Context: an optimization exercise on an open-source flow, tuned for small area, a short achievable clock period and few clock cycles per item. The choices shown serve that exercise and are no tape-out recipe. For this run, only the layout was checked, not whether the RTL still works. Power figures rest on the tool's default switching activity, not on a simulated workload.

==> flow/design.v <==
module pc_lane (
    input  wire        clk,
    input  wire        rst,
    input  wire        v,        
    input  wire        f,        
    input  wire        l,        
    input  wire [15:0] d,
    output wire        busy,     
    output reg         fin,      
    input  wire        ack,      
    output reg         fail,
    output reg  [2:0]  nerr,
    output wire [39:0] pos,      
    output wire [63:0] val       
);
    function [15:0] gfmul(input [15:0] a, input [15:0] b);
        integer i;
        reg [15:0] p, x;
        begin
            p = 16'h0000;
            x = a;
            for (i = 0; i < 16; i = i + 1) begin
                if (b[i]) p = p ^ x;
                x = {x[14:0], 1'b0} ^ (x[15] ? 16'h100B : 16'h0000);
            end
            gfmul = p;
        end
    endfunction
    function [15:0] gfsq(input [15:0] a);
        integer i;
        reg [15:0] p, t;
        begin
            p = 16'h0000;
            t = 16'h0001;
            for (i = 0; i < 16; i = i + 1) begin
                if (a[i]) p = p ^ t;
                t = gfmul(t, 16'h0004);
            end
            gfsq = p;
        end
    endfunction
    localparam [15:0] AI1 = 16'h8805;
    localparam [15:0] AI2 = 16'hCC07;
    localparam [15:0] AI3 = 16'hEE06;
    localparam [15:0] AI4 = 16'h7703;
    localparam [2:0] ST_IDLE  = 3'd0,
                     ST_DELTA = 3'd1,
                     ST_UPD   = 3'd2,
                     ST_OMEGA = 3'd3,
                     ST_CHIEN = 3'd4,
                     ST_FORN  = 3'd5;
    reg [2:0]  state;
    reg [15:0] acc [0:7];    
    reg [15:0] lam [0:4];    
    reg [15:0] bp  [0:4];    
    reg [15:0] gam;
    reg [15:0] dlt;
    reg [15:0] tmp;
    reg [3:0]  blen;         
    reg [2:0]  iter;         
    reg [2:0]  idx;          
    reg        ph;           
    reg [1:0]  kk;           
    reg [9:0]  word;         
    reg [2:0]  found;
    reg [2:0]  fstep;
    reg [39:0] cpos;
    reg [63:0] cval;
    reg [23:0] sx;
    wire [127:0] sbf = {sx, cpos, cval};
    assign pos  = cpos;
    assign val  = cval;
    assign busy = (state != ST_IDLE) || fin;
    reg  [15:0] ma, mb;
    wire [15:0] mp = gfmul(ma, mb);
    wire [2:0] lmin  = (blen > 4'd4) ? 3'd4 : blen[2:0];
    wire [2:0] rmin  = (iter < lmin) ? iter : lmin;           
    wire       upd   = ({blen, 1'b0} <= {1'b0, iter});        
    wire [3:0] nlen  = upd ? ({1'b0, iter} + 4'd1 - blen) : blen;
    wire [2:0] umax  = (nlen > 4'd4) ? 3'd4 : nlen[2:0];       
    wire [2:0] sdx   = iter - idx;                            
    wire [2:0] odx   = {1'b0, kk} - idx;                      
    wire [15:0] bprev = (idx == 3'd0) ? 16'h0000 : bp[idx - 3'd1];
    wire [15:0] syn_d = sbf[16*sdx +: 16];
    wire [15:0] syn_o = sbf[16*odx +: 16];
    wire [15:0] ev_lam = lam[0] ^ lam[1] ^ lam[2] ^ lam[3] ^ lam[4];
    wire [15:0] ev_odd = lam[1] ^ lam[3];
    wire [15:0] ev_om  = bp[0] ^ bp[1] ^ bp[2] ^ bp[3];
    wire        root   = (ev_lam == 16'h0000);
    wire [1:0]  cslot  = blen[1:0] - 2'd1 - found[1:0];
    wire [15:0] fsq1 = gfsq((fstep == 3'd1) ? ev_odd : gam);
    wire [15:0] fsq3 = gfsq(gfsq(gfsq(gam)));
    wire [15:0] fsq7 = gfsq(gfsq(gfsq(gfsq(fsq3))));
    always @(*) begin
        ma = 16'h0000;
        mb = 16'h0000;
        case (state)
            ST_DELTA: begin
                ma = lam[idx];
                mb = syn_d;
            end
            ST_UPD: begin
                if (!ph) begin
                    ma = lam[idx];
                    mb = gam;
                end else begin
                    ma = dlt;
                    mb = bprev;
                end
            end
            ST_OMEGA: begin
                ma = lam[idx];
                mb = syn_o;
            end
            ST_FORN: begin
                case (fstep)
                    3'd3, 3'd5: ma = gam;
                    3'd7:       ma = ev_om;
                    default:    ma = ev_odd;
                endcase
                case (fstep)
                    3'd3:    mb = fsq3;
                    3'd5:    mb = fsq7;
                    default: mb = fsq1;
                endcase
            end
            default: ;
        endcase
    end
    integer j;
    reg [15:0] an [0:7];
    always @(*) begin
        for (j = 0; j < 8; j = j + 1)
            an[j] = gfmul(acc[j], 16'h0001 << j) ^ d;
    end
    always @(posedge clk) begin
        if (v) begin
            for (j = 0; j < 8; j = j + 1)
                acc[j] <= f ? d : an[j];
        end
        if (rst) begin
            state <= ST_IDLE;
            fin   <= 1'b0;
        end else begin
            if (ack)
                fin <= 1'b0;
            case (state)
                ST_IDLE: begin
                    if (v && l) begin
                        cval <= {an[3], an[2], an[1], an[0]};
                        cpos <= {an[6][7:0], an[5], an[4]};
                        sx   <= {an[7], an[6][15:8]};
                        lam[0] <= 16'h0001;
                        bp[0]  <= 16'h0001;
                        for (j = 1; j < 5; j = j + 1) begin
                            lam[j] <= 16'h0000;
                            bp[j]  <= 16'h0000;
                        end
                        gam   <= 16'h0001;
                        blen  <= 4'd0;
                        iter  <= 3'd0;
                        idx   <= 3'd0;
                        state <= ST_DELTA;
                    end
                end
                ST_DELTA: begin
                    dlt <= ((idx == 3'd0) ? 16'h0000 : dlt) ^ mp;
                    if (idx == rmin) begin
                        idx   <= umax;
                        ph    <= 1'b0;
                        state <= ST_UPD;
                    end else begin
                        idx <= idx + 3'd1;
                    end
                end
                ST_UPD: begin
                    if (!ph && dlt == 16'h0000) begin
                        for (j = 1; j < 5; j = j + 1)
                            bp[j] <= bp[j-1];
                        bp[0] <= 16'h0000;
                        idx   <= 3'd0;
                        iter  <= iter + 3'd1;
                        if (iter == 3'd7) begin
                            kk    <= 2'd0;
                            state <= ST_OMEGA;
                        end else begin
                            state <= ST_DELTA;
                        end
                    end else if (!ph) begin
                        tmp <= mp;
                        ph  <= 1'b1;
                        if (idx == umax) begin
                            for (j = 1; j < 5; j = j + 1)
                                if (j > umax)
                                    bp[j] <= upd ? 16'h0000 : bp[j-1];
                        end
                    end else begin
                        lam[idx] <= tmp ^ mp;
                        bp[idx]  <= upd ? lam[idx] : bprev;
                        ph       <= 1'b0;
                        if (idx == 3'd0) begin
                            if (upd) begin
                                blen <= nlen;
                                gam  <= dlt;
                            end
                            iter <= iter + 3'd1;
                            if (iter == 3'd7 || nlen > 4'd4) begin
                                kk    <= 2'd0;
                                state <= ST_OMEGA;
                            end else begin
                                state <= ST_DELTA;
                            end
                        end else begin
                            idx <= idx - 3'd1;
                        end
                    end
                end
                ST_OMEGA: begin
                    if (blen == 4'd0 || blen > 4'd4) begin
                        cpos  <= 40'd0;
                        cval  <= 64'd0;
                        fail  <= (blen != 4'd0);
                        nerr  <= 3'd0;
                        fin   <= 1'b1;
                        state <= ST_IDLE;
                    end else begin
                        if ({2'b00, kk} >= blen) begin
                            bp[kk] <= 16'h0000;
                        end else begin
                            bp[kk] <= ((idx == 3'd0) ? 16'h0000 : bp[kk]) ^ mp;
                        end
                        if (idx[1:0] == kk || {2'b00, kk} >= blen) begin
                            idx <= 3'd0;
                            kk  <= kk + 2'd1;
                            if (kk == 2'd3) begin
                                cpos  <= 40'd0;
                                cval  <= 64'd0;
                                word  <= 10'd519;
                                found <= 3'd0;
                                state <= ST_CHIEN;
                            end
                        end else begin
                            idx <= idx + 3'd1;
                        end
                    end
                end
                ST_CHIEN: begin
                    if (root) begin
                        fstep <= 3'd1;
                        state <= ST_FORN;
                    end else begin
                        lam[1] <= gfmul(lam[1], AI1);
                        lam[2] <= gfmul(lam[2], AI2);
                        lam[3] <= gfmul(lam[3], AI3);
                        lam[4] <= gfmul(lam[4], AI4);
                        bp[1]  <= gfmul(bp[1], AI1);
                        bp[2]  <= gfmul(bp[2], AI2);
                        bp[3]  <= gfmul(bp[3], AI3);
                        word   <= word - 10'd1;
                        if (word == 10'd0) begin
                            cpos  <= 40'd0;
                            cval  <= 64'd0;
                            fail  <= 1'b1;
                            nerr  <= 3'd0;
                            fin   <= 1'b1;
                            state <= ST_IDLE;
                        end
                    end
                end
                ST_FORN: begin
                    fstep <= fstep + 3'd1;
                    if (fstep != 3'd7) begin
                        gam <= mp;
                    end else begin
                        cpos[10*cslot +: 10] <= word;
                        cval[16*cslot +: 16] <= mp;
                        found <= found + 3'd1;
                        if ({1'b0, found} + 4'd1 == blen) begin
                            fail  <= 1'b0;
                            nerr  <= blen[2:0];
                            fin   <= 1'b1;
                            state <= ST_IDLE;
                        end else begin
                            lam[1] <= gfmul(lam[1], AI1);
                            lam[2] <= gfmul(lam[2], AI2);
                            lam[3] <= gfmul(lam[3], AI3);
                            lam[4] <= gfmul(lam[4], AI4);
                            bp[1]  <= gfmul(bp[1], AI1);
                            bp[2]  <= gfmul(bp[2], AI2);
                            bp[3]  <= gfmul(bp[3], AI3);
                            word   <= word - 10'd1;
                            if (word == 10'd0) begin
                                cpos  <= 40'd0;
                                cval  <= 64'd0;
                                fail  <= 1'b1;
                                nerr  <= 3'd0;
                                fin   <= 1'b1;
                                state <= ST_IDLE;
                            end
                            else
                                state <= ST_CHIEN;
                        end
                    end
                end
                default: state <= ST_IDLE;
            endcase
        end
    end
endmodule
module pcode_dec (
    input  wire         clk,
    input  wire         rst,
    input  wire         in_valid,
    output wire         in_ready,
    input  wire [63:0]  in_data,
    output reg          done,
    output wire [3:0]   fail,      
    output wire [11:0]  nerr,      
    output wire [159:0] err_pos,   
    output wire [255:0] err_val    
);
    reg  [9:0]  count;
    reg         v_r, f_r, l_r;
    reg  [63:0] d_r;
    wire [3:0]  busy;
    wire [3:0]  fin;
    assign in_ready = !((count == 10'd519) && (busy != 4'd0));
    wire take = in_valid && in_ready;
    always @(posedge clk) begin
        d_r <= in_data;
        if (rst) begin
            count <= 10'd0;
            v_r   <= 1'b0;
            f_r   <= 1'b0;
            l_r   <= 1'b0;
            done  <= 1'b0;
        end else begin
            v_r <= take;
            f_r <= (count == 10'd0);
            l_r <= (count == 10'd519);
            if (take)
                count <= (count == 10'd519) ? 10'd0 : count + 10'd1;
            done <= (fin == 4'hF) && !done;
        end
    end
    genvar l;
    generate
        for (l = 0; l < 4; l = l + 1) begin : lane
            pc_lane u_lane (
                .clk   (clk),
                .rst   (rst),
                .v     (v_r),
                .f     (f_r),
                .l     (l_r),
                .d     (d_r[16*l +: 16]),
                .busy  (busy[l]),
                .fin   (fin[l]),
                .ack   (done),
                .fail  (fail[l]),
                .nerr  (nerr[3*l +: 3]),
                .pos   (err_pos[40*l +: 40]),
                .val   (err_val[64*l +: 64])
            );
        end
    endgenerate
endmodule
==> flow/run.sh <==
#!/bin/bash
# synth_recipe.tcl (not shown) runs the flow's synth.tcl, then flattens the netlist and writes it again
# the make line also repeats each setting of config.mk as NAME=value (left out here)
make -C /OpenROAD-flow-scripts/flow DESIGN_CONFIG=/design/flow/config.mk WORK_HOME=/design/flow/orfs CLKGATE_MAP_FILE= SYNTH_SCRIPT=/design/flow/synth_recipe.tcl finish
==> flow/config.mk <==
export PLATFORM = sky130hd
export DESIGN_NAME = pcode_dec
export DESIGN_NICKNAME = pcode_dec
export VERILOG_FILES = /design/flow/design.v
export SDC_FILE = /design/flow/constraint.sdc
export NUM_CORES = 4
export LEC_CHECK = 0
export CAP_MARGIN = 20
export CORE_MARGIN = 2
export CORE_UTILIZATION = 35
export GPL_ROUTABILITY_DRIVEN = 1
export PLACE_DENSITY = 0.45
export SETUP_SLACK_MARGIN = 4
export SLEW_MARGIN = 20
==> flow/constraint.sdc <==
create_clock -name core_clock -period 10.0 [get_ports {clk}]
set_input_delay 2.0000 -clock core_clock [delete_from_list [all_inputs] [get_ports {clk}]]
set_output_delay 2.0000 -clock core_clock [all_outputs]
set_load 0.01 [all_outputs]
==> impl_metrics.ini <==
[outcome]
status = finished clean

[sta]
fin_crit_sh_pct = 60.1
finalSetupViolCount = 0
max_freq_ghz = 0.166
period_needed_ns = 6.01
rsz0062_at_grt = yes
hold_violations = 0
slew_headroom_pct = 16.1
finalWorstSetupSlack_ns = 3.99
worst_slew_pin_slew_ns = 1.26
setup_tns_ns = 0
skew_ns = 0.104
slew_viol_final = 0

[critical_path]
path_cells = xnor3_2, buf_4, xnor3_2, xnor3_2, buf_6, xnor3_2, xnor3_2, xnor3_2, o221ai_4, buf_4, buf_6, nand2_1, xnor2_2, xnor2_2, xnor2_1, xnor3_4, xor2_4, o22ai_4, mux2_4
cp-end-kind = register
cp.arrival_ns = 6.76
critical-path-max-stage-delay_ns = 0.65
rrSetupSlack_ns = 3.99
setup.worst_path.start = lane[3].u_lane.gam[11]
worstSetupPathType = register to register
path_common_cell = xnor3_2
r2r_cells = 19
worstPathRequired_ns = 10.75
crit_path_max_fanout = 6
r2r_start = lane[3].u_lane.gam[11]
cp_slowest_cell = xnor3_4
critPathLaunchType = register
r2r-end = lane[3].u_lane.bp[0][0]

[grt]
grt_pass1_wl_um = 1030000
antenna_found_initial = 24
overflow = 0
grt_pass1_vias = 128000
grt_max_degree = 179
grt_use_total_pct = 28.3

[logic_synthesis]
synth_top_family_by_area = XOR/XNOR gates
avgSynthCellArea_um2 = 10.9
syn_inst = 15900
synthFlopType = edfxtp_1
ys_seq_area_share_pct = 42.2
synthXorXnorAreaFrac_pct = 23.3
yosysWarnings = 4
synth_edf_count = 2372
async_flop_share_pct = 0
yosys.area_share.adder_pct = 0.967
syn_area_um2 = 174000
synth.distinct_cells = 104
synthMuxAreaShare_pct = 7.85
synth-seq-cells = 2486
syn-num-nets = 16100
synth_simple_gate_area_share_pct = 10.0
synth_compound_area_share_pct = 10.5

[clock_tree]
cts_sinks = 2486
clk_pin_slew_ns = 0.07
root_buffer = clkbuf_16
cts_buffers = 320
cts_tree = built
clockBufferDepth = 4
clock_latency_ns = 1.04
cts_max_level = 5

[placement]
io_buffers = 500
routabilityCongestion = 0.928
placed_cell_area_um2 = 185000
place_ws_ns = 1.68
placed_cells = 22200
hpwlAfterDp_um = 529000

[power_and_ir_drop]
p_total_mw = 76.2
power.leakage_nw = 73.3
vdd_drop_max_v = 0.00154
power.density_nw_per_um2 = 372

[floorplan]
die_w_um = 710
core_area_um2 = 497000
die-height_um = 710
rows = 259
die-area_um2 = 504000
start_util_pct = 35.1
ios = 501

[route]
wl_per_cell_um = 32.1
post-route-drc-count = 0
viasPerCell = 5.72
routed_wl_um = 745000
vias = 133000
postRouteAntennaNets = 0
firstDrtPassIters = 12
drt_iter0_markers = 15800

[hold_path]
hp-class = register to register
hold_depth = 2
min_from = lane[2].u_lane.fin
min_to = done

[final_layout]
layout.cells.most_common_list = edfxtp_1 (2,372), xnor2_1 (2,148), nand2_1 (1,415)
layoutNonFillerInstCount = 23200
drive_above_1_share_pct = 17.4
area_delta_synth_final_pct = 17.5
fin_nets = 16500
final_design_area_no_fill_um2 = 205000
layout_commonest_cell = edfxtp_1

[flow_run]
max_cap_violations = 0
## what timing repair did
action / in CTS / in global routing
endpoints found under the setup margin: 1411 / 977
hold buffers: 0 / 0
buffers inserted: 255 / 201
resized for setup: 540 / 354
gates cloned: 2 / 9
pin swaps: 90 / 128
## power breakdown
part           total, mW  internal, mW  switching (mW)
clock network       11.6          6.54            5.09
logic               50.1          23.0            27.1
registers           14.5          13.3            1.22
## logic make-up (layout without fill, tap and decap cells)
family          after synthesis  in the layout
other cells                   0              9
xor+xnor                   3979           3979
mux                         854            855
simple gates               3883           3885
compound gates             2687           2689
fa+ha+maj                   130            130
flops                      2486           2486
buf+inv                    1918           2547
## flip-flops by register name, indices dropped and copies added (netlist names), 8 cells and up, named ones only
name and count:
count 10, d_r 64, lane.u_lane.acc 512, lane.u_lane.blen 16
lane.u_lane.bp 512, lane.u_lane.cpos 160, lane.u_lane.cval 256, lane.u_lane.dlt 64
lane.u_lane.found 12, lane.u_lane.fstep 12, lane.u_lane.gam 64, lane.u_lane.idx 12
lane.u_lane.iter 12, lane.u_lane.kk 8, lane.u_lane.lam 512, lane.u_lane.nerr 12
lane.u_lane.state 12, lane.u_lane.sx 96, lane.u_lane.tmp 64, lane.u_lane.word 40
## layer usage
layer | wire (µm) | part of all wire, % | GRT usage (%) | up-vias
met5 | 143 | 0.019 | 0 | -
met4 | 33700 | 4.5 | 10.7 | 20
met3 | 56900 | 7.6 | 4.40 | 1178
met2 | 338000 | 45 | 44.6 | 6189
met1 | 316000 | 42 | 39.3 | 68200
li1 | - | - | - | 57400
## Yosys cell counts (387+ instances only)
master | number | area, µm²
inv_1 | 391 | 1470
a21oi_1 | 467 | 2340
clkbuf_1 | 842 | 3160
nor2_1 | 1165 | 4370
nand2b_1 | 387 | 2420
o21ai_0 | 590 | 2950
xor2_1 | 1223 | 10700
xnor2_1 | 2321 | 20300
nand2_1 | 1425 | 5350
mux4_2 | 396 | 8920
edfxtp_1 | 2372 | 71200
buf_4 | 435 | 3270
## layout make-up
| cell class | instances | area (µm²) |
|---|---|---|
| Antenna cell | 9 | 22.5 |
| Clock buffer | 407 | 8530 |
| Clock inverter | 185 | 1770 |
| Fill cell | 48000 | 292000 |
| Inverter | 411 | 1590 |
| Multi-Input combinational cell | 11500 | 96900 |
| Sequential cell | 2486 | 73600 |
| Tap cell | 6655 | 8330 |
| Timing Repair Buffer | 1544 | 14200 |
## per-stage QoR
step	utilization (%)	hold WS [ns]
final	41.3	0.538
after global routing	41.3	0.575
after CTS	40.5	0.542
after detailed placement	37.3	0.488
after global placement	37.3	0.492
after floorplan	-	0.453
## worst max-delay path: cells and delay by family, from the launching register on
family | cells | cell delay [ns]
multiplexers | 1 | 0.31
AND/OR/NAND/NOR | 1 | 0.09
XOR/XNOR | 11 | 3.82
flip-flops | 1 | 0.56
AO/OA/AOI/OAI | 2 | 0.31
buffers and inverters | 4 | 0.61
## worst max path at each step
stage	to	slack, ns	cells past startpoint
after global placement	lane[2].u_lane.lam[3][5]	1.75	17
after global routing	lane[0].u_lane.cval[0]	3.88	20
after detailed placement	lane[2].u_lane.lam[1][5]	1.68	17
final	lane[3].u_lane.bp[0][0]	3.99	19
after CTS	lane[3].u_lane.bp[0][3]	3.93	18
after floorplan	lane[3].u_lane.cpos[0]	0.93	4

-- static timing again, ports no longer ideal --
The flow's constraints put no driver on any port. The routed layout listed below was extracted and timed again, unchanged, in two steps.
Step 1 sets driving cells, clkbuf_16 on the clock port and buf_2 on the other inputs (assumed; they add their load-dependent delay and slew).
Step 2 also shifts input and output timing later by t, the mid clock arrival at the registers, as if the neighbouring blocks saw the same clock.
Three values: ideal ports, drivers, drivers and shift; two values: the first two.
shift t [ns]: 1.092
slack for setup (ns): 3.989 / 3.989 / 3.969
hold WS [ns]: 0.538 / 0.538 / 0.538
slew at the worst register clock pin (ns): 0.07 / 0.07
worst slew at a driven data input, ns: 0.31
After both steps this run still meets setup and hold. For this run, drivers alone change the setup slack by 0.000 ns; drivers and shift together by -0.020 ns.
